What follows belongs to an exercise in optimizing a design on an open flow for small area, a short achievable clock period and few clock cycles per item; a production flow would make more cautious choices. In this exercise RTL edits were held to simulation tests only and were not proved equivalent to the original.

// cph_aes
module cph_aes (
    input  wire         clk,
    input  wire         rst,          
    input  wire         in_valid,
    output wire         in_ready,
    input  wire [255:0] in_key,       
    input  wire [127:0] in_block,     
    output reg          out_valid,
    output wire [127:0] out_block     
);
==> flow/config.mk <==
export PLATFORM = sky130hd
export DESIGN_NAME = cph_aes
export DESIGN_NICKNAME = cph_aes
export VERILOG_FILES = /design/flow/design.v
export SDC_FILE = /design/flow/constraint.sdc
export NUM_CORES = 8
export LEC_CHECK = 0
export CAP_MARGIN = 20
export CORE_MARGIN = 2
export CORE_UTILIZATION = 45
export GPL_ROUTABILITY_DRIVEN = 0
export PLACE_DENSITY = 0.6
export SETUP_SLACK_MARGIN = 4.7
export SLEW_MARGIN = 20
export SYNTH_HIERARCHICAL = 1
export SYNTH_MINIMUM_KEEP_SIZE = 0
==> flow/constraint.sdc <==
create_clock -name core_clock -period 8.0 [get_ports {clk}]
set_input_delay 1.6000 -clock core_clock [delete_from_list [all_inputs] [get_ports {clk}]]
set_output_delay 1.6000 -clock core_clock [all_outputs]
set_load 0.01 [all_outputs]
standard.sh (not shown) runs the stock make flow with config.mk's settings and CLKGATE_MAP_FILE= SYNTH_SCRIPT=/design/flow/synth_recipe.tcl, a recipe that flattens the netlist after the stock synthesis.
==> flow/flow/run.sh <==
#!/bin/bash
# The standard layout, except that the port buffers are plain
# sky130_fd_sc_hd__buf_1 cells rather than the delay cells buffer_ports picks.
set -euo pipefail
bash standard.sh "BUFFER_PORTS_ARGS=-buffer_cell sky130_fd_sc_hd__buf_1" finish > standard_flow.log 2>&1
The first run produced a clean layout.
Testbench counts at the start, summed over its fixed seeds: cycles 48,634, items 3,238.
Edit:
CTS_BUF_LIST = sky130_fd_sc_hd__clkbuf_4 sky130_fd_sc_hd__clkbuf_8   (was default)
GPL_ROUTABILITY_DRIVEN = default   (was 0)
SETUP_SLACK_MARGIN = 4.5   (was 4.7)
Effect: Non-clock buffer count fell by 83. Final cell count rose by about 0.6%. Register-to-register slack got worse by 0.20 ns. Fmax fell by about 6%. Worst setup slack got worse by 0.20 ns.
Edit:
CTS_BUF_LIST = default   (was sky130_fd_sc_hd__clkbuf_4 sky130_fd_sc_hd__clkbuf_8)
SETUP_SLACK_MARGIN = 4.7   (was 4.5)
=>
- The new run finished clean
- die area does not change
- flip-flop and latch count does not change
- first-iteration DRC count came out higher by about 17%
- count of clock-buffer cells in the layout drops by 118
- worst setup slack improved by 0.20 ns
- utilization rises by 2.8 points
- register-to-register slack gains 0.20 ns
- synthesized cell count stays the same
- via count rises by about 2%
- area after synthesis does not change
Edit:
SETUP_SLACK_MARGIN = 4.5   (was 4.7)
=>
- The changed run produced a clean layout
- final area went down by a few percent
- via count went down by a few percent
- core utilization is lower by 2.9 points
- global-route usage is lower by 0.75 points
- wire length drops by a few percent
- worst setup slack degrades by 0.26 ns
- register-to-register slack degrades by 0.26 ns
- flip-flop and latch count does not change
- area after synthesis stays the same
- non-clock buffer count drops by 119

run A:
Another version of the RTL of cph_aes (not shown whole).
Size in the first run: roughly 5,400 cells after synthesis, ~1,100 flip-flops, about 520 I/O pins, ~56,000 um2 of cells after synthesis.
Design cph_aes, start of the top module:
module cph_aes (
    input  wire         clk,
    input  wire         rst,          
    input  wire         in_valid,
    output wire         in_ready,
    input  wire [255:0] in_key,       
    input  wire [127:0] in_block,     
    output reg          out_valid,
    output wire [127:0] out_block     
);
    reg          s_busy;
    reg  [3:0]   s_round;             
    reg  [127:0] st;                  
    reg  [127:0] qa;                  
    reg  [127:0] qb;                  
    reg          p_busy;
    reg  [3:0]   p_round;             
    reg  [287:0] pm;                  
    reg  [127:0] ra, rb;              
    reg  [71:0] rm;                  
    reg          rdy, ld_n;
    reg  [127:0] res;                 
    wire load = !ld_n;
    assign in_ready  = rdy;
    assign out_block = res;
    genvar g;
    wire [287:0] pm_d;
    wire [71:0] rm_d;
    generate
        for (g = 0; g < 16; g = g + 1) begin : g_sbh
            aes_sbox_hi u_sb (.a(st[127 - 8*g -: 8]), .m(pm_d[287 - 18*g -: 18]));
        end
        for (g = 0; g < 4; g = g + 1) begin : g_ksbh
            aes_sbox_hi u_ksb (.a(qb[31 - 8*g -: 8]), .m(rm_d[71 - 18*g -: 18]));
        end
    endgenerate
    wire [127:0] sub;
    generate
        for (g = 0; g < 16; g = g + 1) begin : g_sbl
            aes_sbox_lo u_sb (.m(pm[287 - 18*g -: 18]), .y(sub[127 - 8*g -: 8]));
        end
    endgenerate
    wire [127:0] shf;
    generate
        for (g = 0; g < 16; g = g + 1) begin : g_sr
  ...
Settings: LEC_CHECK=0, CAP_MARGIN=20, CORE_MARGIN=2, CORE_UTILIZATION=60, CTS_CLUSTER_DIAMETER=100, CTS_CLUSTER_SIZE=20, PLACE_DENSITY=0.7, SETUP_SLACK_MARGIN=5.0, SLEW_MARGIN=20, SYNTH_HIERARCHICAL=1, SYNTH_MINIMUM_KEEP_SIZE=0; clock period 8.0 ns.
Scripts as last shown in full above: flow/flow/run.sh
Testbench counts of run A, summed over its fixed seeds: cycles 45,408, items 3,238.
Edits applied to the flow inputs when going from run A to run B:
Settings: PLACE_DENSITY changed from 0.7 to 0.6; CORE_UTILIZATION changed from 60 to 45; SETUP_SLACK_MARGIN changed from 5.0 to 4.7.
==> results.txt <==
Compared with run A, in run B delay of the slowest critical-path stage now sits higher; via count -4.8%; overall track demand over capacity in global routing decreased 7.8 points; relative area change from synthesis to final layout dropped 9.0 points. Delta(clock-buffer cell count, run B - run A) > 0. Run B against run A: proportion of cell area occupied by registers went up 2.3 points; die area went up 31,000 um2; smallest hold slack went down 0.015 ns. Re least setup slack across all paths after layout: run A and run B aren't equal, and the higher value belongs to run A.
What run C does differently from run B at the input level:
Settings: SETUP_SLACK_MARGIN changed from 4.7 to 5.0.
Findings:
[run C] non-clock buffering overhead in the final layout rose 2.4 points relative to run B
Run C and run B ended up with roughly the same clock-buffer cell count.
Actual slew at the worst max-slew pin: run C lower than run B
Modified inputs, run D compared to run C
Settings: a change of PLACE_DENSITY from 0.6 to 0.65; a change of CORE_UTILIZATION from 45 to 55.
==> flow/flow/run.sh <==
#!/bin/bash
# The standard layout, except that the port buffers are plain
# sky130_fd_sc_hd__buf_1 cells rather than the delay cells buffer_ports picks,
# and that timing repair aims for 5.2 ns of setup slack at the 8 ns clock.
set -euo pipefail
bash standard.sh "BUFFER_PORTS_ARGS=-buffer_cell sky130_fd_sc_hd__buf_1" "SETUP_SLACK_MARGIN=5.2" finish > standard_flow.log 2>&1
[summary]
The count of filler cells inserted in the layout in run C is 1.6 times that in run D. On number of instances resized during post-cts repair, the lower figure sits with run C, not run D. Wire length on met3: run D higher than run C. Run D: sequential cell area is about 1.3% higher than what run C reported. Relative to run C, the first-pass GRT wire length measured on run D has decreased slightly.

## re-timing with driven ports
No port has a modelled driver above. Below, the same layouts with a new extraction and two added sets of constraints. Step 1, drivers: a clkbuf_16 drives clk and a buf_2 each remaining input, both assumed. Step 2 also shifts input and output timing later by t, the mid clock arrival at the registers, as if the neighbouring blocks saw the same clock. a / b / c = ideal ports / drivers / drivers and shift; a / b = the first two.
run	shift t [ns]	setup WS [ns]	hold slack, ns	clock arrival spread, ns	worst register clock-pin slew, ns
the first run of note 1	0.782	4.719 / 4.671 / 4.719	0.309 / 0.309 / 0.309	0.025 / 0.025	0.07 / 0.07
the second run of note 1	0.951	4.515 / 4.481 / 4.515	0.290 / 0.290 / 0.290	0.042 / 0.042	0.07 / 0.07
the third run of note 1	0.768	4.720 / 4.649 / 4.720	0.319 / 0.319 / 0.319	0.030 / 0.031	0.07 / 0.07
the fourth run of note 1	0.800	4.464 / 4.464 / 4.464	0.313 / 0.313 / 0.313	0.029 / 0.029	0.07 / 0.07
run A	0.720	4.701 / 4.701 / 4.701	0.324 / 0.324 / 0.324	0.029 / 0.029	0.09 / 0.09
run B	0.746	4.645 / 4.645 / 4.645	0.309 / 0.309 / 0.309	0.043 / 0.044	0.09 / 0.09
run C	0.744	4.940 / 4.940 / 4.940	0.312 / 0.312 / 0.312	0.040 / 0.040	0.09 / 0.09
run D	0.740	5.014 / 5.014 / 4.829	0.323 / 0.323 / 0.323	0.027 / 0.027	0.10 / 0.10
After both steps setup and hold are still met in every run listed. For run D, which loses most, drivers alone change the setup slack by 0.000 ns; drivers and shift together by -0.185 ns.
